Source: an optimization exercise on an open RTL-to-GDS flow (aim: small area, a short achievable clock period and few clock cycles per item). Production flows keep margins and buffers that such runs may drop.
No functional check of the RTL was part of this run.

[flow/config.mk]
export PLATFORM = sky130hd
export DESIGN_NAME = sun_stage
export DESIGN_NICKNAME = sun_stage
export VERILOG_FILES = /design/flow/design.v
export SDC_FILE = /design/flow/constraint.sdc
export NUM_CORES = 4
export LEC_CHECK = 0
export ABC_CLOCK_PERIOD_IN_PS = 5000
export CAP_MARGIN = 20
export CORE_MARGIN = 2
export CORE_UTILIZATION = 55
export SETUP_SLACK_MARGIN = 5
export SLEW_MARGIN = 20
[flow/constraint.sdc]
create_clock -name core_clock -period 12.0 [get_ports {clk}]
set_input_delay 2.4000 -clock core_clock [delete_from_list [all_inputs] [get_ports {clk}]]
set_output_delay 2.4000 -clock core_clock [all_outputs]
set_load 0.01 [all_outputs]
[flow/design.v]
module sun_stage (
    input  wire        clk,
    input  wire        rst,
    input  wire        in_valid,
    output wire        in_ready,
    input  wire        in_safe,
    input  wire [15:0] in_s,
    input  wire [15:0] in_g,
    input  wire [15:0] in_red,
    input  wire [15:0] in_grn,
    input  wire [15:0] in_blu,
    output wire        out_valid,
    input  wire        out_ready,
    output wire [15:0] out_red,
    output wire [15:0] out_grn,
    output wire [15:0] out_blu
);
    reg         sv;                  
    wire        en = ~sv;
    assign in_ready = en;
    wire [15:0] s_c  = (in_s > 16'd40960) ? 16'd40960 : in_s;
    wire [15:0] g_c  = (in_g > 16'd40960) ? 16'd40960 : in_g;
    wire [15:0] su_n = in_safe ? ((s_c > g_c) ? s_c : g_c) : in_s;
    reg         vl0;
    reg  [15:0] su0, v0_r, v0_g, v0_b;
    always @(posedge clk) begin
        if (rst) vl0 <= 1'b0;
        else if (en) vl0 <= in_valid;
        if (en) begin
            su0  <= su_n;
            v0_r <= in_red;
            v0_g <= in_grn;
            v0_b <= in_blu;
        end
    end
    wire [31:0] n1_r = {v0_r, 16'd0} - {16'd0, v0_r};
    wire        s0_r_neg = 1'b0;
    wire [3:0] s0_r_sh = {2'b00, n1_r[31:30]};
    wire [3:0] s0_r_op = {2'b00, 2'b01};
    wire [3:0] s0_r_r = s0_r_neg ? s0_r_sh + s0_r_op : s0_r_sh - s0_r_op;
    wire [0:0] s0_r_q = ~s0_r_r[3];
    wire        s1_r_neg = s0_r_r[3];
    wire [4:0] s1_r_sh = {s0_r_r[2:0], n1_r[29:28]};
    wire [4:0] s1_r_op = {{2'd0, s0_r_q}, s1_r_neg, 1'b1};
    wire [4:0] s1_r_r = s1_r_neg ? s1_r_sh + s1_r_op : s1_r_sh - s1_r_op;
    wire [1:0] s1_r_q = {s0_r_q, ~s1_r_r[4]};
    reg  [15:0] v1_r;
    reg  [1:0] Q1_r;
    reg  [4:0] R1_r;
    always @(posedge clk) if (en) begin
        v1_r <= v0_r;
        Q1_r <= s1_r_q;
        R1_r <= s1_r_r;
    end
    wire [31:0] n1_g = {v0_g, 16'd0} - {16'd0, v0_g};
    wire        s0_g_neg = 1'b0;
    wire [3:0] s0_g_sh = {2'b00, n1_g[31:30]};
    wire [3:0] s0_g_op = {2'b00, 2'b01};
    wire [3:0] s0_g_r = s0_g_neg ? s0_g_sh + s0_g_op : s0_g_sh - s0_g_op;
    wire [0:0] s0_g_q = ~s0_g_r[3];
    wire        s1_g_neg = s0_g_r[3];
    wire [4:0] s1_g_sh = {s0_g_r[2:0], n1_g[29:28]};
    wire [4:0] s1_g_op = {{2'd0, s0_g_q}, s1_g_neg, 1'b1};
    wire [4:0] s1_g_r = s1_g_neg ? s1_g_sh + s1_g_op : s1_g_sh - s1_g_op;
    wire [1:0] s1_g_q = {s0_g_q, ~s1_g_r[4]};
    reg  [15:0] v1_g;
    reg  [1:0] Q1_g;
    reg  [4:0] R1_g;
    always @(posedge clk) if (en) begin
        v1_g <= v0_g;
        Q1_g <= s1_g_q;
        R1_g <= s1_g_r;
    end
    wire [31:0] n1_b = {v0_b, 16'd0} - {16'd0, v0_b};
    wire        s0_b_neg = 1'b0;
    wire [3:0] s0_b_sh = {2'b00, n1_b[31:30]};
    wire [3:0] s0_b_op = {2'b00, 2'b01};
    wire [3:0] s0_b_r = s0_b_neg ? s0_b_sh + s0_b_op : s0_b_sh - s0_b_op;
    wire [0:0] s0_b_q = ~s0_b_r[3];
    wire        s1_b_neg = s0_b_r[3];
    wire [4:0] s1_b_sh = {s0_b_r[2:0], n1_b[29:28]};
    wire [4:0] s1_b_op = {{2'd0, s0_b_q}, s1_b_neg, 1'b1};
    wire [4:0] s1_b_r = s1_b_neg ? s1_b_sh + s1_b_op : s1_b_sh - s1_b_op;
    wire [1:0] s1_b_q = {s0_b_q, ~s1_b_r[4]};
    reg  [15:0] v1_b;
    reg  [1:0] Q1_b;
    reg  [4:0] R1_b;
    always @(posedge clk) if (en) begin
        v1_b <= v0_b;
        Q1_b <= s1_b_q;
        R1_b <= s1_b_r;
    end
    reg         vl1;
    always @(posedge clk) if (rst) vl1 <= 1'b0; else if (en) vl1 <= vl0;
    reg  [15:0] su1;
    always @(posedge clk) if (en) su1 <= su0;
    wire [31:0] n2_r = {v1_r, 16'd0} - {16'd0, v1_r};
    wire        s2_r_neg = R1_r[4];
    wire [5:0] s2_r_sh = {R1_r[3:0], n2_r[27:26]};
    wire [5:0] s2_r_op = {{2'd0, Q1_r}, s2_r_neg, 1'b1};
    wire [5:0] s2_r_r = s2_r_neg ? s2_r_sh + s2_r_op : s2_r_sh - s2_r_op;
    wire [2:0] s2_r_q = {Q1_r, ~s2_r_r[5]};
    wire        s3_r_neg = s2_r_r[5];
    wire [6:0] s3_r_sh = {s2_r_r[4:0], n2_r[25:24]};
    wire [6:0] s3_r_op = {{2'd0, s2_r_q}, s3_r_neg, 1'b1};
    wire [6:0] s3_r_r = s3_r_neg ? s3_r_sh + s3_r_op : s3_r_sh - s3_r_op;
    wire [3:0] s3_r_q = {s2_r_q, ~s3_r_r[6]};
    reg  [15:0] v2_r;
    reg  [3:0] Q2_r;
    reg  [6:0] R2_r;
    always @(posedge clk) if (en) begin
        v2_r <= v1_r;
        Q2_r <= s3_r_q;
        R2_r <= s3_r_r;
    end
    wire [31:0] n2_g = {v1_g, 16'd0} - {16'd0, v1_g};
    wire        s2_g_neg = R1_g[4];
    wire [5:0] s2_g_sh = {R1_g[3:0], n2_g[27:26]};
    wire [5:0] s2_g_op = {{2'd0, Q1_g}, s2_g_neg, 1'b1};
    wire [5:0] s2_g_r = s2_g_neg ? s2_g_sh + s2_g_op : s2_g_sh - s2_g_op;
    wire [2:0] s2_g_q = {Q1_g, ~s2_g_r[5]};
    wire        s3_g_neg = s2_g_r[5];
    wire [6:0] s3_g_sh = {s2_g_r[4:0], n2_g[25:24]};
    wire [6:0] s3_g_op = {{2'd0, s2_g_q}, s3_g_neg, 1'b1};
    wire [6:0] s3_g_r = s3_g_neg ? s3_g_sh + s3_g_op : s3_g_sh - s3_g_op;
    wire [3:0] s3_g_q = {s2_g_q, ~s3_g_r[6]};
    reg  [15:0] v2_g;
    reg  [3:0] Q2_g;
    reg  [6:0] R2_g;
    always @(posedge clk) if (en) begin
        v2_g <= v1_g;
        Q2_g <= s3_g_q;
        R2_g <= s3_g_r;
    end
    wire [31:0] n2_b = {v1_b, 16'd0} - {16'd0, v1_b};
    wire        s2_b_neg = R1_b[4];
    wire [5:0] s2_b_sh = {R1_b[3:0], n2_b[27:26]};
    wire [5:0] s2_b_op = {{2'd0, Q1_b}, s2_b_neg, 1'b1};
    wire [5:0] s2_b_r = s2_b_neg ? s2_b_sh + s2_b_op : s2_b_sh - s2_b_op;
    wire [2:0] s2_b_q = {Q1_b, ~s2_b_r[5]};
    wire        s3_b_neg = s2_b_r[5];
    wire [6:0] s3_b_sh = {s2_b_r[4:0], n2_b[25:24]};
    wire [6:0] s3_b_op = {{2'd0, s2_b_q}, s3_b_neg, 1'b1};
    wire [6:0] s3_b_r = s3_b_neg ? s3_b_sh + s3_b_op : s3_b_sh - s3_b_op;
    wire [3:0] s3_b_q = {s2_b_q, ~s3_b_r[6]};
    reg  [15:0] v2_b;
    reg  [3:0] Q2_b;
    reg  [6:0] R2_b;
    always @(posedge clk) if (en) begin
        v2_b <= v1_b;
        Q2_b <= s3_b_q;
        R2_b <= s3_b_r;
    end
    reg         vl2;
    always @(posedge clk) if (rst) vl2 <= 1'b0; else if (en) vl2 <= vl1;
    reg  [15:0] su2;
    always @(posedge clk) if (en) su2 <= su1;
    wire [31:0] n3_r = {v2_r, 16'd0} - {16'd0, v2_r};
    wire        s4_r_neg = R2_r[6];
    wire [7:0] s4_r_sh = {R2_r[5:0], n3_r[23:22]};
    wire [7:0] s4_r_op = {{2'd0, Q2_r}, s4_r_neg, 1'b1};
    wire [7:0] s4_r_r = s4_r_neg ? s4_r_sh + s4_r_op : s4_r_sh - s4_r_op;
    wire [4:0] s4_r_q = {Q2_r, ~s4_r_r[7]};
    reg  [15:0] v3_r;
    reg  [4:0] Q3_r;
    reg  [7:0] R3_r;
    always @(posedge clk) if (en) begin
        v3_r <= v2_r;
        Q3_r <= s4_r_q;
        R3_r <= s4_r_r;
    end
    wire [31:0] n3_g = {v2_g, 16'd0} - {16'd0, v2_g};
    wire        s4_g_neg = R2_g[6];
    wire [7:0] s4_g_sh = {R2_g[5:0], n3_g[23:22]};
    wire [7:0] s4_g_op = {{2'd0, Q2_g}, s4_g_neg, 1'b1};
    wire [7:0] s4_g_r = s4_g_neg ? s4_g_sh + s4_g_op : s4_g_sh - s4_g_op;
    wire [4:0] s4_g_q = {Q2_g, ~s4_g_r[7]};
    reg  [15:0] v3_g;
    reg  [4:0] Q3_g;
    reg  [7:0] R3_g;
    always @(posedge clk) if (en) begin
        v3_g <= v2_g;
        Q3_g <= s4_g_q;
        R3_g <= s4_g_r;
    end
    wire [31:0] n3_b = {v2_b, 16'd0} - {16'd0, v2_b};
    wire        s4_b_neg = R2_b[6];
    wire [7:0] s4_b_sh = {R2_b[5:0], n3_b[23:22]};
    wire [7:0] s4_b_op = {{2'd0, Q2_b}, s4_b_neg, 1'b1};
    wire [7:0] s4_b_r = s4_b_neg ? s4_b_sh + s4_b_op : s4_b_sh - s4_b_op;
    wire [4:0] s4_b_q = {Q2_b, ~s4_b_r[7]};
    reg  [15:0] v3_b;
    reg  [4:0] Q3_b;
    reg  [7:0] R3_b;
    always @(posedge clk) if (en) begin
        v3_b <= v2_b;
        Q3_b <= s4_b_q;
        R3_b <= s4_b_r;
    end
    reg         vl3;
    always @(posedge clk) if (rst) vl3 <= 1'b0; else if (en) vl3 <= vl2;
    reg  [15:0] su3;
    always @(posedge clk) if (en) su3 <= su2;
    wire [31:0] n4_r = {v3_r, 16'd0} - {16'd0, v3_r};
    wire        s5_r_neg = R3_r[7];
    wire [8:0] s5_r_sh = {R3_r[6:0], n4_r[21:20]};
    wire [8:0] s5_r_op = {{2'd0, Q3_r}, s5_r_neg, 1'b1};
    wire [8:0] s5_r_r = s5_r_neg ? s5_r_sh + s5_r_op : s5_r_sh - s5_r_op;
    wire [5:0] s5_r_q = {Q3_r, ~s5_r_r[8]};
    reg  [15:0] v4_r;
    reg  [5:0] Q4_r;
    reg  [8:0] R4_r;
    always @(posedge clk) if (en) begin
        v4_r <= v3_r;
        Q4_r <= s5_r_q;
        R4_r <= s5_r_r;
    end
    wire [31:0] n4_g = {v3_g, 16'd0} - {16'd0, v3_g};
    wire        s5_g_neg = R3_g[7];
    wire [8:0] s5_g_sh = {R3_g[6:0], n4_g[21:20]};
    wire [8:0] s5_g_op = {{2'd0, Q3_g}, s5_g_neg, 1'b1};
    wire [8:0] s5_g_r = s5_g_neg ? s5_g_sh + s5_g_op : s5_g_sh - s5_g_op;
    wire [5:0] s5_g_q = {Q3_g, ~s5_g_r[8]};
    reg  [15:0] v4_g;
    reg  [5:0] Q4_g;
    reg  [8:0] R4_g;
    always @(posedge clk) if (en) begin
        v4_g <= v3_g;
        Q4_g <= s5_g_q;
        R4_g <= s5_g_r;
    end
    wire [31:0] n4_b = {v3_b, 16'd0} - {16'd0, v3_b};
    wire        s5_b_neg = R3_b[7];
    wire [8:0] s5_b_sh = {R3_b[6:0], n4_b[21:20]};
    wire [8:0] s5_b_op = {{2'd0, Q3_b}, s5_b_neg, 1'b1};
    wire [8:0] s5_b_r = s5_b_neg ? s5_b_sh + s5_b_op : s5_b_sh - s5_b_op;
    wire [5:0] s5_b_q = {Q3_b, ~s5_b_r[8]};
    reg  [15:0] v4_b;
    reg  [5:0] Q4_b;
    reg  [8:0] R4_b;
    always @(posedge clk) if (en) begin
        v4_b <= v3_b;
        Q4_b <= s5_b_q;
        R4_b <= s5_b_r;
    end
    reg         vl4;
    always @(posedge clk) if (rst) vl4 <= 1'b0; else if (en) vl4 <= vl3;
    reg  [15:0] su4;
    always @(posedge clk) if (en) su4 <= su3;
    wire [31:0] n5_r = {v4_r, 16'd0} - {16'd0, v4_r};
    wire        s6_r_neg = R4_r[8];
    wire [9:0] s6_r_sh = {R4_r[7:0], n5_r[19:18]};
    wire [9:0] s6_r_op = {{2'd0, Q4_r}, s6_r_neg, 1'b1};
    wire [9:0] s6_r_r = s6_r_neg ? s6_r_sh + s6_r_op : s6_r_sh - s6_r_op;
    wire [6:0] s6_r_q = {Q4_r, ~s6_r_r[9]};
    reg  [15:0] v5_r;
    reg  [6:0] Q5_r;
    reg  [9:0] R5_r;
    always @(posedge clk) if (en) begin
        v5_r <= v4_r;
        Q5_r <= s6_r_q;
        R5_r <= s6_r_r;
    end
    wire [31:0] n5_g = {v4_g, 16'd0} - {16'd0, v4_g};
    wire        s6_g_neg = R4_g[8];
    wire [9:0] s6_g_sh = {R4_g[7:0], n5_g[19:18]};
    wire [9:0] s6_g_op = {{2'd0, Q4_g}, s6_g_neg, 1'b1};
    wire [9:0] s6_g_r = s6_g_neg ? s6_g_sh + s6_g_op : s6_g_sh - s6_g_op;
    wire [6:0] s6_g_q = {Q4_g, ~s6_g_r[9]};
    reg  [15:0] v5_g;
    reg  [6:0] Q5_g;
    reg  [9:0] R5_g;
    always @(posedge clk) if (en) begin
        v5_g <= v4_g;
        Q5_g <= s6_g_q;
        R5_g <= s6_g_r;
    end
    wire [31:0] n5_b = {v4_b, 16'd0} - {16'd0, v4_b};
    wire        s6_b_neg = R4_b[8];
    wire [9:0] s6_b_sh = {R4_b[7:0], n5_b[19:18]};
    wire [9:0] s6_b_op = {{2'd0, Q4_b}, s6_b_neg, 1'b1};
    wire [9:0] s6_b_r = s6_b_neg ? s6_b_sh + s6_b_op : s6_b_sh - s6_b_op;
    wire [6:0] s6_b_q = {Q4_b, ~s6_b_r[9]};
    reg  [15:0] v5_b;
    reg  [6:0] Q5_b;
    reg  [9:0] R5_b;
    always @(posedge clk) if (en) begin
        v5_b <= v4_b;
        Q5_b <= s6_b_q;
        R5_b <= s6_b_r;
    end
    reg         vl5;
    always @(posedge clk) if (rst) vl5 <= 1'b0; else if (en) vl5 <= vl4;
    reg  [15:0] su5;
    always @(posedge clk) if (en) su5 <= su4;
    wire [31:0] n6_r = {v5_r, 16'd0} - {16'd0, v5_r};
    wire        s7_r_neg = R5_r[9];
    wire [10:0] s7_r_sh = {R5_r[8:0], n6_r[17:16]};
    wire [10:0] s7_r_op = {{2'd0, Q5_r}, s7_r_neg, 1'b1};
    wire [10:0] s7_r_r = s7_r_neg ? s7_r_sh + s7_r_op : s7_r_sh - s7_r_op;
    wire [7:0] s7_r_q = {Q5_r, ~s7_r_r[10]};
    reg  [15:0] v6_r;
    reg  [7:0] Q6_r;
    reg  [10:0] R6_r;
    always @(posedge clk) if (en) begin
        v6_r <= v5_r;
        Q6_r <= s7_r_q;
        R6_r <= s7_r_r;
    end
    wire [31:0] n6_g = {v5_g, 16'd0} - {16'd0, v5_g};
    wire        s7_g_neg = R5_g[9];
    wire [10:0] s7_g_sh = {R5_g[8:0], n6_g[17:16]};
    wire [10:0] s7_g_op = {{2'd0, Q5_g}, s7_g_neg, 1'b1};
    wire [10:0] s7_g_r = s7_g_neg ? s7_g_sh + s7_g_op : s7_g_sh - s7_g_op;
    wire [7:0] s7_g_q = {Q5_g, ~s7_g_r[10]};
    reg  [15:0] v6_g;
    reg  [7:0] Q6_g;
    reg  [10:0] R6_g;
    always @(posedge clk) if (en) begin
        v6_g <= v5_g;
        Q6_g <= s7_g_q;
        R6_g <= s7_g_r;
    end
    wire [31:0] n6_b = {v5_b, 16'd0} - {16'd0, v5_b};
    wire        s7_b_neg = R5_b[9];
    wire [10:0] s7_b_sh = {R5_b[8:0], n6_b[17:16]};
    wire [10:0] s7_b_op = {{2'd0, Q5_b}, s7_b_neg, 1'b1};
    wire [10:0] s7_b_r = s7_b_neg ? s7_b_sh + s7_b_op : s7_b_sh - s7_b_op;
    wire [7:0] s7_b_q = {Q5_b, ~s7_b_r[10]};
    reg  [15:0] v6_b;
    reg  [7:0] Q6_b;
    reg  [10:0] R6_b;
    always @(posedge clk) if (en) begin
        v6_b <= v5_b;
        Q6_b <= s7_b_q;
        R6_b <= s7_b_r;
    end
    reg         vl6;
    always @(posedge clk) if (rst) vl6 <= 1'b0; else if (en) vl6 <= vl5;
    reg  [15:0] su6;
    always @(posedge clk) if (en) su6 <= su5;
    wire [31:0] n7_r = {v6_r, 16'd0} - {16'd0, v6_r};
    wire        s8_r_neg = R6_r[10];
    wire [11:0] s8_r_sh = {R6_r[9:0], n7_r[15:14]};
    wire [11:0] s8_r_op = {{2'd0, Q6_r}, s8_r_neg, 1'b1};
    wire [11:0] s8_r_r = s8_r_neg ? s8_r_sh + s8_r_op : s8_r_sh - s8_r_op;
    wire [8:0] s8_r_q = {Q6_r, ~s8_r_r[11]};
    reg  [15:0] v7_r;
    reg  [8:0] Q7_r;
    reg  [11:0] R7_r;
    always @(posedge clk) if (en) begin
        v7_r <= v6_r;
        Q7_r <= s8_r_q;
        R7_r <= s8_r_r;
    end
    wire [31:0] n7_g = {v6_g, 16'd0} - {16'd0, v6_g};
    wire        s8_g_neg = R6_g[10];
    wire [11:0] s8_g_sh = {R6_g[9:0], n7_g[15:14]};
    wire [11:0] s8_g_op = {{2'd0, Q6_g}, s8_g_neg, 1'b1};
    wire [11:0] s8_g_r = s8_g_neg ? s8_g_sh + s8_g_op : s8_g_sh - s8_g_op;
    wire [8:0] s8_g_q = {Q6_g, ~s8_g_r[11]};
    reg  [15:0] v7_g;
    reg  [8:0] Q7_g;
    reg  [11:0] R7_g;
    always @(posedge clk) if (en) begin
        v7_g <= v6_g;
        Q7_g <= s8_g_q;
        R7_g <= s8_g_r;
    end
    wire [31:0] n7_b = {v6_b, 16'd0} - {16'd0, v6_b};
    wire        s8_b_neg = R6_b[10];
    wire [11:0] s8_b_sh = {R6_b[9:0], n7_b[15:14]};
    wire [11:0] s8_b_op = {{2'd0, Q6_b}, s8_b_neg, 1'b1};
    wire [11:0] s8_b_r = s8_b_neg ? s8_b_sh + s8_b_op : s8_b_sh - s8_b_op;
    wire [8:0] s8_b_q = {Q6_b, ~s8_b_r[11]};
    reg  [15:0] v7_b;
    reg  [8:0] Q7_b;
    reg  [11:0] R7_b;
    always @(posedge clk) if (en) begin
        v7_b <= v6_b;
        Q7_b <= s8_b_q;
        R7_b <= s8_b_r;
    end
    reg         vl7;
    always @(posedge clk) if (rst) vl7 <= 1'b0; else if (en) vl7 <= vl6;
    reg  [15:0] su7;
    always @(posedge clk) if (en) su7 <= su6;
    wire [31:0] n8_r = {v7_r, 16'd0} - {16'd0, v7_r};
    wire        s9_r_neg = R7_r[11];
    wire [12:0] s9_r_sh = {R7_r[10:0], n8_r[13:12]};
    wire [12:0] s9_r_op = {{2'd0, Q7_r}, s9_r_neg, 1'b1};
    wire [12:0] s9_r_r = s9_r_neg ? s9_r_sh + s9_r_op : s9_r_sh - s9_r_op;
    wire [9:0] s9_r_q = {Q7_r, ~s9_r_r[12]};
    reg  [15:0] v8_r;
    reg  [9:0] Q8_r;
    reg  [12:0] R8_r;
    always @(posedge clk) if (en) begin
        v8_r <= v7_r;
        Q8_r <= s9_r_q;
        R8_r <= s9_r_r;
    end
    wire [31:0] n8_g = {v7_g, 16'd0} - {16'd0, v7_g};
    wire        s9_g_neg = R7_g[11];
    wire [12:0] s9_g_sh = {R7_g[10:0], n8_g[13:12]};
    wire [12:0] s9_g_op = {{2'd0, Q7_g}, s9_g_neg, 1'b1};
    wire [12:0] s9_g_r = s9_g_neg ? s9_g_sh + s9_g_op : s9_g_sh - s9_g_op;
    wire [9:0] s9_g_q = {Q7_g, ~s9_g_r[12]};
    reg  [15:0] v8_g;
    reg  [9:0] Q8_g;
    reg  [12:0] R8_g;
    always @(posedge clk) if (en) begin
        v8_g <= v7_g;
        Q8_g <= s9_g_q;
        R8_g <= s9_g_r;
    end
    wire [31:0] n8_b = {v7_b, 16'd0} - {16'd0, v7_b};
    wire        s9_b_neg = R7_b[11];
    wire [12:0] s9_b_sh = {R7_b[10:0], n8_b[13:12]};
    wire [12:0] s9_b_op = {{2'd0, Q7_b}, s9_b_neg, 1'b1};
    wire [12:0] s9_b_r = s9_b_neg ? s9_b_sh + s9_b_op : s9_b_sh - s9_b_op;
    wire [9:0] s9_b_q = {Q7_b, ~s9_b_r[12]};
    reg  [15:0] v8_b;
    reg  [9:0] Q8_b;
    reg  [12:0] R8_b;
    always @(posedge clk) if (en) begin
        v8_b <= v7_b;
        Q8_b <= s9_b_q;
        R8_b <= s9_b_r;
    end
    reg         vl8;
    always @(posedge clk) if (rst) vl8 <= 1'b0; else if (en) vl8 <= vl7;
    reg  [15:0] su8;
    always @(posedge clk) if (en) su8 <= su7;
    wire [31:0] n9_r = {v8_r, 16'd0} - {16'd0, v8_r};
    wire        s10_r_neg = R8_r[12];
    wire [13:0] s10_r_sh = {R8_r[11:0], n9_r[11:10]};
    wire [13:0] s10_r_op = {{2'd0, Q8_r}, s10_r_neg, 1'b1};
    wire [13:0] s10_r_r = s10_r_neg ? s10_r_sh + s10_r_op : s10_r_sh - s10_r_op;
    wire [10:0] s10_r_q = {Q8_r, ~s10_r_r[13]};
    reg  [15:0] v9_r;
    reg  [10:0] Q9_r;
    reg  [13:0] R9_r;
    always @(posedge clk) if (en) begin
        v9_r <= v8_r;
        Q9_r <= s10_r_q;
        R9_r <= s10_r_r;
    end
    wire [31:0] n9_g = {v8_g, 16'd0} - {16'd0, v8_g};
    wire        s10_g_neg = R8_g[12];
    wire [13:0] s10_g_sh = {R8_g[11:0], n9_g[11:10]};
    wire [13:0] s10_g_op = {{2'd0, Q8_g}, s10_g_neg, 1'b1};
    wire [13:0] s10_g_r = s10_g_neg ? s10_g_sh + s10_g_op : s10_g_sh - s10_g_op;
    wire [10:0] s10_g_q = {Q8_g, ~s10_g_r[13]};
    reg  [15:0] v9_g;
    reg  [10:0] Q9_g;
    reg  [13:0] R9_g;
    always @(posedge clk) if (en) begin
        v9_g <= v8_g;
        Q9_g <= s10_g_q;
        R9_g <= s10_g_r;
    end
    wire [31:0] n9_b = {v8_b, 16'd0} - {16'd0, v8_b};
    wire        s10_b_neg = R8_b[12];
    wire [13:0] s10_b_sh = {R8_b[11:0], n9_b[11:10]};
    wire [13:0] s10_b_op = {{2'd0, Q8_b}, s10_b_neg, 1'b1};
    wire [13:0] s10_b_r = s10_b_neg ? s10_b_sh + s10_b_op : s10_b_sh - s10_b_op;
    wire [10:0] s10_b_q = {Q8_b, ~s10_b_r[13]};
    reg  [15:0] v9_b;
    reg  [10:0] Q9_b;
    reg  [13:0] R9_b;
    always @(posedge clk) if (en) begin
        v9_b <= v8_b;
        Q9_b <= s10_b_q;
        R9_b <= s10_b_r;
    end
    reg         vl9;
    always @(posedge clk) if (rst) vl9 <= 1'b0; else if (en) vl9 <= vl8;
    reg  [15:0] su9;
    always @(posedge clk) if (en) su9 <= su8;
    wire [31:0] n10_r = {v9_r, 16'd0} - {16'd0, v9_r};
    wire        s11_r_neg = R9_r[13];
    wire [14:0] s11_r_sh = {R9_r[12:0], n10_r[9:8]};
    wire [14:0] s11_r_op = {{2'd0, Q9_r}, s11_r_neg, 1'b1};
    wire [14:0] s11_r_r = s11_r_neg ? s11_r_sh + s11_r_op : s11_r_sh - s11_r_op;
    wire [11:0] s11_r_q = {Q9_r, ~s11_r_r[14]};
    reg  [15:0] v10_r;
    reg  [11:0] Q10_r;
    reg  [14:0] R10_r;
    always @(posedge clk) if (en) begin
        v10_r <= v9_r;
        Q10_r <= s11_r_q;
        R10_r <= s11_r_r;
    end
    wire [31:0] n10_g = {v9_g, 16'd0} - {16'd0, v9_g};
    wire        s11_g_neg = R9_g[13];
    wire [14:0] s11_g_sh = {R9_g[12:0], n10_g[9:8]};
    wire [14:0] s11_g_op = {{2'd0, Q9_g}, s11_g_neg, 1'b1};
    wire [14:0] s11_g_r = s11_g_neg ? s11_g_sh + s11_g_op : s11_g_sh - s11_g_op;
    wire [11:0] s11_g_q = {Q9_g, ~s11_g_r[14]};
    reg  [15:0] v10_g;
    reg  [11:0] Q10_g;
    reg  [14:0] R10_g;
    always @(posedge clk) if (en) begin
        v10_g <= v9_g;
        Q10_g <= s11_g_q;
        R10_g <= s11_g_r;
    end
    wire [31:0] n10_b = {v9_b, 16'd0} - {16'd0, v9_b};
    wire        s11_b_neg = R9_b[13];
    wire [14:0] s11_b_sh = {R9_b[12:0], n10_b[9:8]};
    wire [14:0] s11_b_op = {{2'd0, Q9_b}, s11_b_neg, 1'b1};
    wire [14:0] s11_b_r = s11_b_neg ? s11_b_sh + s11_b_op : s11_b_sh - s11_b_op;
    wire [11:0] s11_b_q = {Q9_b, ~s11_b_r[14]};
    reg  [15:0] v10_b;
    reg  [11:0] Q10_b;
    reg  [14:0] R10_b;
    always @(posedge clk) if (en) begin
        v10_b <= v9_b;
        Q10_b <= s11_b_q;
        R10_b <= s11_b_r;
    end
    reg         vl10;
    always @(posedge clk) if (rst) vl10 <= 1'b0; else if (en) vl10 <= vl9;
    reg  [15:0] su10;
    always @(posedge clk) if (en) su10 <= su9;
    wire [31:0] n11_r = {v10_r, 16'd0} - {16'd0, v10_r};
    wire        s12_r_neg = R10_r[14];
    wire [15:0] s12_r_sh = {R10_r[13:0], n11_r[7:6]};
    wire [15:0] s12_r_op = {{2'd0, Q10_r}, s12_r_neg, 1'b1};
    wire [15:0] s12_r_r = s12_r_neg ? s12_r_sh + s12_r_op : s12_r_sh - s12_r_op;
    wire [12:0] s12_r_q = {Q10_r, ~s12_r_r[15]};
    reg  [15:0] v11_r;
    reg  [12:0] Q11_r;
    reg  [15:0] R11_r;
    always @(posedge clk) if (en) begin
        v11_r <= v10_r;
        Q11_r <= s12_r_q;
        R11_r <= s12_r_r;
    end
    wire [31:0] n11_g = {v10_g, 16'd0} - {16'd0, v10_g};
    wire        s12_g_neg = R10_g[14];
    wire [15:0] s12_g_sh = {R10_g[13:0], n11_g[7:6]};
    wire [15:0] s12_g_op = {{2'd0, Q10_g}, s12_g_neg, 1'b1};
    wire [15:0] s12_g_r = s12_g_neg ? s12_g_sh + s12_g_op : s12_g_sh - s12_g_op;
    wire [12:0] s12_g_q = {Q10_g, ~s12_g_r[15]};
    reg  [15:0] v11_g;
    reg  [12:0] Q11_g;
    reg  [15:0] R11_g;
    always @(posedge clk) if (en) begin
        v11_g <= v10_g;
        Q11_g <= s12_g_q;
        R11_g <= s12_g_r;
    end
    wire [31:0] n11_b = {v10_b, 16'd0} - {16'd0, v10_b};
    wire        s12_b_neg = R10_b[14];
    wire [15:0] s12_b_sh = {R10_b[13:0], n11_b[7:6]};
    wire [15:0] s12_b_op = {{2'd0, Q10_b}, s12_b_neg, 1'b1};
    wire [15:0] s12_b_r = s12_b_neg ? s12_b_sh + s12_b_op : s12_b_sh - s12_b_op;
    wire [12:0] s12_b_q = {Q10_b, ~s12_b_r[15]};
    reg  [15:0] v11_b;
    reg  [12:0] Q11_b;
    reg  [15:0] R11_b;
    always @(posedge clk) if (en) begin
        v11_b <= v10_b;
        Q11_b <= s12_b_q;
        R11_b <= s12_b_r;
    end
    reg         vl11;
    always @(posedge clk) if (rst) vl11 <= 1'b0; else if (en) vl11 <= vl10;
    reg  [15:0] su11;
    always @(posedge clk) if (en) su11 <= su10;
    wire [31:0] n12_r = {v11_r, 16'd0} - {16'd0, v11_r};
    wire        s13_r_neg = R11_r[15];
    wire [16:0] s13_r_sh = {R11_r[14:0], n12_r[5:4]};
    wire [16:0] s13_r_op = {{2'd0, Q11_r}, s13_r_neg, 1'b1};
    wire [16:0] s13_r_r = s13_r_neg ? s13_r_sh + s13_r_op : s13_r_sh - s13_r_op;
    wire [13:0] s13_r_q = {Q11_r, ~s13_r_r[16]};
    reg  [15:0] v12_r;
    reg  [13:0] Q12_r;
    reg  [16:0] R12_r;
    always @(posedge clk) if (en) begin
        v12_r <= v11_r;
        Q12_r <= s13_r_q;
        R12_r <= s13_r_r;
    end
    wire [31:0] n12_g = {v11_g, 16'd0} - {16'd0, v11_g};
    wire        s13_g_neg = R11_g[15];
    wire [16:0] s13_g_sh = {R11_g[14:0], n12_g[5:4]};
    wire [16:0] s13_g_op = {{2'd0, Q11_g}, s13_g_neg, 1'b1};
    wire [16:0] s13_g_r = s13_g_neg ? s13_g_sh + s13_g_op : s13_g_sh - s13_g_op;
    wire [13:0] s13_g_q = {Q11_g, ~s13_g_r[16]};
    reg  [15:0] v12_g;
    reg  [13:0] Q12_g;
    reg  [16:0] R12_g;
    always @(posedge clk) if (en) begin
        v12_g <= v11_g;
        Q12_g <= s13_g_q;
        R12_g <= s13_g_r;
    end
    wire [31:0] n12_b = {v11_b, 16'd0} - {16'd0, v11_b};
    wire        s13_b_neg = R11_b[15];
    wire [16:0] s13_b_sh = {R11_b[14:0], n12_b[5:4]};
    wire [16:0] s13_b_op = {{2'd0, Q11_b}, s13_b_neg, 1'b1};
    wire [16:0] s13_b_r = s13_b_neg ? s13_b_sh + s13_b_op : s13_b_sh - s13_b_op;
    wire [13:0] s13_b_q = {Q11_b, ~s13_b_r[16]};
    reg  [15:0] v12_b;
    reg  [13:0] Q12_b;
    reg  [16:0] R12_b;
    always @(posedge clk) if (en) begin
        v12_b <= v11_b;
        Q12_b <= s13_b_q;
        R12_b <= s13_b_r;
    end
    reg         vl12;
    always @(posedge clk) if (rst) vl12 <= 1'b0; else if (en) vl12 <= vl11;
    reg  [15:0] su12;
    always @(posedge clk) if (en) su12 <= su11;
    wire [31:0] n13_r = {v12_r, 16'd0} - {16'd0, v12_r};
    wire        s14_r_neg = R12_r[16];
    wire [17:0] s14_r_sh = {R12_r[15:0], n13_r[3:2]};
    wire [17:0] s14_r_op = {{2'd0, Q12_r}, s14_r_neg, 1'b1};
    wire [17:0] s14_r_r = s14_r_neg ? s14_r_sh + s14_r_op : s14_r_sh - s14_r_op;
    wire [14:0] s14_r_q = {Q12_r, ~s14_r_r[17]};
    reg  [15:0] v13_r;
    reg  [14:0] Q13_r;
    reg  [17:0] R13_r;
    always @(posedge clk) if (en) begin
        v13_r <= v12_r;
        Q13_r <= s14_r_q;
        R13_r <= s14_r_r;
    end
    wire [31:0] n13_g = {v12_g, 16'd0} - {16'd0, v12_g};
    wire        s14_g_neg = R12_g[16];
    wire [17:0] s14_g_sh = {R12_g[15:0], n13_g[3:2]};
    wire [17:0] s14_g_op = {{2'd0, Q12_g}, s14_g_neg, 1'b1};
    wire [17:0] s14_g_r = s14_g_neg ? s14_g_sh + s14_g_op : s14_g_sh - s14_g_op;
    wire [14:0] s14_g_q = {Q12_g, ~s14_g_r[17]};
    reg  [15:0] v13_g;
    reg  [14:0] Q13_g;
    reg  [17:0] R13_g;
    always @(posedge clk) if (en) begin
        v13_g <= v12_g;
        Q13_g <= s14_g_q;
        R13_g <= s14_g_r;
    end
    wire [31:0] n13_b = {v12_b, 16'd0} - {16'd0, v12_b};
    wire        s14_b_neg = R12_b[16];
    wire [17:0] s14_b_sh = {R12_b[15:0], n13_b[3:2]};
    wire [17:0] s14_b_op = {{2'd0, Q12_b}, s14_b_neg, 1'b1};
    wire [17:0] s14_b_r = s14_b_neg ? s14_b_sh + s14_b_op : s14_b_sh - s14_b_op;
    wire [14:0] s14_b_q = {Q12_b, ~s14_b_r[17]};
    reg  [15:0] v13_b;
    reg  [14:0] Q13_b;
    reg  [17:0] R13_b;
    always @(posedge clk) if (en) begin
        v13_b <= v12_b;
        Q13_b <= s14_b_q;
        R13_b <= s14_b_r;
    end
    reg         vl13;
    always @(posedge clk) if (rst) vl13 <= 1'b0; else if (en) vl13 <= vl12;
    wire        gday  = su12 >= 16'd16384;
    wire [15:0] su_dy = su12 - 16'd16384;
    wire [34:0] bh_p  = su_dy * 18'd174766 + 35'd131072;
    wire [31:0] d_p   = su12[13:0] * 16'd58982;
    wire [14:0] wq    = 15'd16384 - {1'b0, su12[13:0]};    
    wire [32:0] xg_p  = wq * 17'd78644;
    wire [32:0] xb_p  = wq * 18'd183500;
    reg         day13;
    reg  [15:0] bh13, d13, kg13, kb13;
    always @(posedge clk) if (en) begin
        day13 <= gday;
        bh13  <= bh_p[33:18];
        d13   <= 16'd6554 + d_p[29:14];
        kg13  <= 16'd0 - xg_p[31:16];
        kb13  <= 16'd0 - xb_p[31:16];
    end
    wire [31:0] n14_r = {v13_r, 16'd0} - {16'd0, v13_r};
    wire        s15_r_neg = R13_r[17];
    wire [18:0] s15_r_sh = {R13_r[16:0], n14_r[1:0]};
    wire [18:0] s15_r_op = {{2'd0, Q13_r}, s15_r_neg, 1'b1};
    wire [18:0] s15_r_r = s15_r_neg ? s15_r_sh + s15_r_op : s15_r_sh - s15_r_op;
    wire [15:0] s15_r_q = {Q13_r, ~s15_r_r[18]};
    reg  [15:0] v14_r;
    reg  [15:0] Q14_r;
    always @(posedge clk) if (en) begin
        v14_r <= v13_r;
        Q14_r <= s15_r_q;
    end
    wire [31:0] n14_g = {v13_g, 16'd0} - {16'd0, v13_g};
    wire        s15_g_neg = R13_g[17];
    wire [18:0] s15_g_sh = {R13_g[16:0], n14_g[1:0]};
    wire [18:0] s15_g_op = {{2'd0, Q13_g}, s15_g_neg, 1'b1};
    wire [18:0] s15_g_r = s15_g_neg ? s15_g_sh + s15_g_op : s15_g_sh - s15_g_op;
    wire [15:0] s15_g_q = {Q13_g, ~s15_g_r[18]};
    reg  [15:0] v14_g;
    reg  [15:0] Q14_g;
    always @(posedge clk) if (en) begin
        v14_g <= v13_g;
        Q14_g <= s15_g_q;
    end
    wire [31:0] n14_b = {v13_b, 16'd0} - {16'd0, v13_b};
    wire        s15_b_neg = R13_b[17];
    wire [18:0] s15_b_sh = {R13_b[16:0], n14_b[1:0]};
    wire [18:0] s15_b_op = {{2'd0, Q13_b}, s15_b_neg, 1'b1};
    wire [18:0] s15_b_r = s15_b_neg ? s15_b_sh + s15_b_op : s15_b_sh - s15_b_op;
    wire [15:0] s15_b_q = {Q13_b, ~s15_b_r[18]};
    reg  [15:0] v14_b;
    reg  [15:0] Q14_b;
    always @(posedge clk) if (en) begin
        v14_b <= v13_b;
        Q14_b <= s15_b_q;
    end
    reg         vl14;
    always @(posedge clk) if (rst) vl14 <= 1'b0; else if (en) vl14 <= vl13;
    wire [31:0] gg_p = d13 * kg13;
    wire [31:0] gb_p = d13 * kb13;
    reg         day14;
    reg  [15:0] ar14, ag14, ab14;
    always @(posedge clk) if (en) begin
        day14 <= day13;
        ar14  <= day13 ? bh13 : d13;
        ag14  <= day13 ? bh13 : gg_p[31:16];
        ab14  <= day13 ? bh13 : gb_p[31:16];
    end
    reg         vl15;
    always @(posedge clk) if (rst) vl15 <= 1'b0; else if (en) vl15 <= vl14;
    reg  [15:0] a15_r, a15_g, a15_b, m15_r, m15_g, m15_b, h15_r, h15_g, h15_b;
    always @(posedge clk) if (en) begin
        a15_r <= ar14;
        m15_r <= day14 ? Q14_r - v14_r : v14_r;
        h15_r <= day14 ? v14_r : 16'd0;
        a15_g <= ag14;
        m15_g <= day14 ? Q14_g - v14_g : v14_g;
        h15_g <= day14 ? v14_g : 16'd0;
        a15_b <= ab14;
        m15_b <= day14 ? Q14_b - v14_b : v14_b;
        h15_b <= day14 ? v14_b : 16'd0;
    end
    wire [32:0] p_r = a15_r * m15_r + {1'b0, h15_r, 16'h8000};
    wire [32:0] p_g = a15_g * m15_g + {1'b0, h15_g, 16'h8000};
    wire [32:0] p_b = a15_b * m15_b + {1'b0, h15_b, 16'h8000};
    reg         ov;
    reg  [15:0] o_r, o_g, o_b, k_r, k_g, k_b;
    wire        take = ov & out_ready;
    always @(posedge clk) begin
        if (rst) begin
            ov <= 1'b0;
            sv <= 1'b0;
        end else if (sv) begin
            if (take) begin
                sv <= 1'b0;
            end
        end else if (!ov || take) begin
            ov <= vl15;
        end else if (vl15) begin
            sv <= 1'b1;
        end
        if (sv) begin
            if (take) begin
                o_r <= k_r; o_g <= k_g; o_b <= k_b;
            end
        end else if (!ov || take) begin
            o_r <= p_r[31:16]; o_g <= p_g[31:16]; o_b <= p_b[31:16];
        end else begin
            k_r <= p_r[31:16]; k_g <= p_g[31:16]; k_b <= p_b[31:16];
        end
    end
    assign out_valid = ov;
    assign out_red   = o_r;
    assign out_grn   = o_g;
    assign out_blu   = o_b;
endmodule
[flow/run.sh]
#!/bin/bash
# synth_recipe.tcl (not shown) runs the flow's synth.tcl, then flattens the netlist and writes it again
# the make line also repeats each setting of config.mk as NAME=value (left out here)
make -C /OpenROAD-flow-scripts/flow DESIGN_CONFIG=/design/flow/config.mk WORK_HOME=/design/flow/orfs CLKGATE_MAP_FILE= SYNTH_SCRIPT=/design/flow/synth_recipe.tcl finish
==> reports/results.tsv <==
stage	metric	value	unit
min_path	Worst Hold End	v13_g[5]$_DFFE_PN_	
drt	DRT iter0 DRCs	5269	
clock_tree	Sink Count	2161	
placement	Placed Cells	15900	
clock_tree	H-tree Lvls	4	
critical_path	R2R cell count	28	
drt	Residual DRC	0	
yosys	Post-Syn Instances	12400	
clock_tree	CTS Buf Count	228	
drt	wire per inst	19.1	um
placement	PortBufs	134	
sta	final setup TNS	0	ns
sta	RSZ-0062 raised after global routing	true	
critical_path	slowest stage cell, crit path	fa_1	
placement	gpl congestion	0.885	
clock_tree	CTS tree	done	
critical_path	Critical Path Fanout Max	5	
min_path	HP Class	flop to flop	
clock_tree	Max clock buf depth	4	
die	die width	524	um
clock_tree	Reg clk slew, reported paths	0.06	ns
layout	area of the multi-input gates	0.0781	sq mm
critical_path	most used cell along the critical path	fa_1	
yosys	Synth Register Bits	2161	
critical_path	CP arrival	8.06	ns
critical_path	flop2flop setup slack	4.51	ns
critical_path	Critical Path Start	su12[1]$_DFFE_PN_	
sta	setup violators final	0	
critical_path	WS Path Type	flop to flop	
layout	most common cell after layout, fill and taps aside	edfxtp_1	
min_path	WHS Path Cells	0	
critical_path	Max stage delay on crit path	0.57	ns
die	io pins	135	
min_path	min-delay src	v12_g[5]$_DFFE_PN_	
grt	first-pass GRT wire length	516000	um
layout	layout cell share with drive strength beyond 1	10.6	%
sta	Final Cycle Share	62.5	%
clock_tree	Root Buffer	clkbuf_16	
sta	FMAX	133	MHz
layout	commonest cells after routing, fill and taps aside	2,143 x edfxtp_1, 1,926 x inv_1, 1,386 x ha_1, 1,261 x fa_1, 1,154 x nand2_1	
sta	post-layout min period	7.49	ns
grt	total global routing overflow	0	
clock_tree	Post-CTS Hold Buffers	0	
die	die height	524	um
drt	Final ANT Viol Nets	0	
grt	largest net degree at the start of global routing	203	
layout	final std cells w/o fill	16900	
die	initial core utilization	55.4	%
placement	DP Wirelength	231000	um
critical_path	crit path capture type	flop	
yosys	YS warnings	1	
critical_path	Reg-to-Reg End	kg13[15]$_DFFE_PN_	
drt	Via density	5.36	
yosys	Distinct cells, synth	93	
die	die area	0.275	sq mm
drt	via count	90300	
drt	first-pass iteration count of the detailed router	5	
sta	Pins Over Slew Limit	0	
critical_path	type of origin of the critical path	flop	
grt	antenna violations before repair	11	
layout	Area Growth Syn to Fin	13.7	%
yosys	Cell Area, Synth	0.149	sq mm
die	FP Rows	190	
grt	vias in the first global route	95600	
yosys	Post-synth EDFFs	2143	
layout	nets	15900	
yosys	Top FF cell, synth	edfxtp_1	
yosys	syn nets	15200	
sta	clk_skew	0.124	ns
layout	FF+latch area	0.0647	sq mm
sta	Fin. Hold Viols	0	
yosys	sequential cell area fraction in the yosys report	43.5	%
sta	worst slew pin tran	1.19	ns
drt	final wirelength	322000	um
flow_run	MaxCap Viol Count	0	
clock_tree	clock latency at the later pin of the worst-skew pair	0.92	ns
yosys	Avg Inst Size Synth	12.0	sq um
grt	gr usage total	23.8	%
layout	fillers	20900	
die	Core ar.	0.269	sq mm
critical_path	Reg-to-Reg Start	su12[1]$_DFFE_PN_	
critical_path	critical path required time	12.56	ns
status	status	complete, no violations	
sta	Slew HR	19.8	%
yosys	FFs w/ async S/R, synth	0	%
## critical path: cells and delay by family (launching register included)
family	cells	cell delay, ns
AND/OR/NAND/NOR	4	1.14
adder cells (fa/ha/maj)	8	3.02
buffers and inverters	6	0.71
XOR/XNOR	2	0.39
AO/OA/AOI/OAI	8	1.44
flip-flops	1	0.43
## cells by family after synthesis
| logic type | Yosys count | share of synthesized area [%] |
|---|---|---|
| flip-flops | 2161 | 43.5 |
| adder cells (fa/ha/maj) | 2735 | 29.4 |
| AND/OR/NAND/NOR | 2819 | 9.13 |
| buffers and inverters | 2249 | 5.68 |
| multiplexers | 73 | 0.523 |
| AO/OA/AOI/OAI | 1337 | 5.76 |
| XOR/XNOR | 1024 | 6.03 |
## synth_stat cells (all sizes together) (9+ instances only)
master	number	area, sq um
a2111oi	9	97.6
a211o	14	123
a211oi	32	240
a21boi	89	668
a21o	176	1320
a21oi	302	1540
a221oi	10	100
a22o	14	123
a311oi	14	123
a31o	28	245
a31oi	33	206
a41oi	10	87.6
and2	548	3430
and3	47	294
buf	18	75.1
clkbuf	270	1010
dfxtp	18	360
edfxtp	2143	64400
fa	1275	25500
ha	1459	18300
inv	1960	7360
mux2	38	428
mux2i	35	350
nand2	1169	4390
nand2b	78	488
nand3	77	385
nand3b	13	97.6
nand4	38	238
nor2	411	1540
nor2b	95	594
nor3	125	626
nor3b	11	82.6
nor4	91	576
o211ai	28	210
o21a	87	653
o21ai	380	1900
o21bai	37	278
o31ai	21	163
or2	20	125
or3	50	313
or4	14	109
xnor2	788	6900
xor2	236	2070
## worst max-delay path by stage
stage	end	slack, ns	cells past startpoint
2_1_floorplan	in_ready	4.11	4
3_3_place_gp	kb13[13]$_DFFE_PN_	3.30	31
3_5_place_dp	kb13[13]$_DFFE_PN_	3.15	31
4_1_cts	kg13[15]$_DFFE_PN_	4.43	29
5_1_grt	kg13[15]$_DFFE_PN_	4.21	29
6_report	kg13[15]$_DFFE_PN_	4.51	28
## metrics by stage
step	setup slack, ns	utilization, %	cell area (sq um)	hold slack, ns
2_1_floorplan	4.11	-	149000	0.400
3_3_place_gp	3.30	57.4	154000	0.400
3_5_place_dp	3.15	57.4	154000	0.405
4_1_cts	4.43	62.1	167000	0.341
5_1_grt	4.21	63.0	169000	0.346
6_report	4.51	63.0	169000	0.354
## state kept, by name, indices dropped and copies added (netlist names), 17 cells and up
| signal | flops |
|---|---|
| R12_g | 17 |
| R12_r | 17 |
| R13_r | 18 |
| R13_b | 18 |
| R12_b | 17 |
| R13_g | 18 |
## routing by layer
layer	routed length, um	global-route usage, %	vias up	part of all wire, %
met5	40	0	-	0.012
met4	10800	7.67	6	3.4
met3	16700	3.15	558	5.2
met2	154000	40.0	2011	48
met1	141000	32.3	44900	44
li1	-	-	42900	-
## repair_timing
action / CTS / global route
resized for setup: 295 / 215
cloned: 2 / 5
buffers inserted: 437 / 134
pin swaps: 134 / 151
endpoints found under the setup margin: 118 / 76
## cell type report
class	instances	area share, %
diodes	4	0.00592
clock buffers	272	3.50
clock inverters	140	0.845
inverters	1961	4.38
multi-input cells	7988	46.2
flip-flops and latches	2161	38.3
well taps	3552	2.63
repair buffers	787	4.22

[separate check: timing with driven ports]
The results above use ideal ports. As a check the final layout listed here was re-extracted and re-timed, cells and wires unchanged.
Step 1 assumes that a clkbuf_16 drives the clock port and a buf_2 every other input.
Step 2 also shifts input and output timing later by t, the mid clock arrival at the registers, as if the neighbouring blocks saw the same clock.
Three values: no drivers, after step 1, after step 2; two values: the first two.
t, ns: 0.946
setup WS [ns]: 4.506 / 4.506 / 4.506
latest minus earliest clock arrival (ns): 0.127 / 0.127
cell pins on the clock port's net: 1
After both steps setup and hold are still met in this run. For this run, drivers alone change the setup slack by 0.000 ns; drivers and shift together by 0.000 ns.
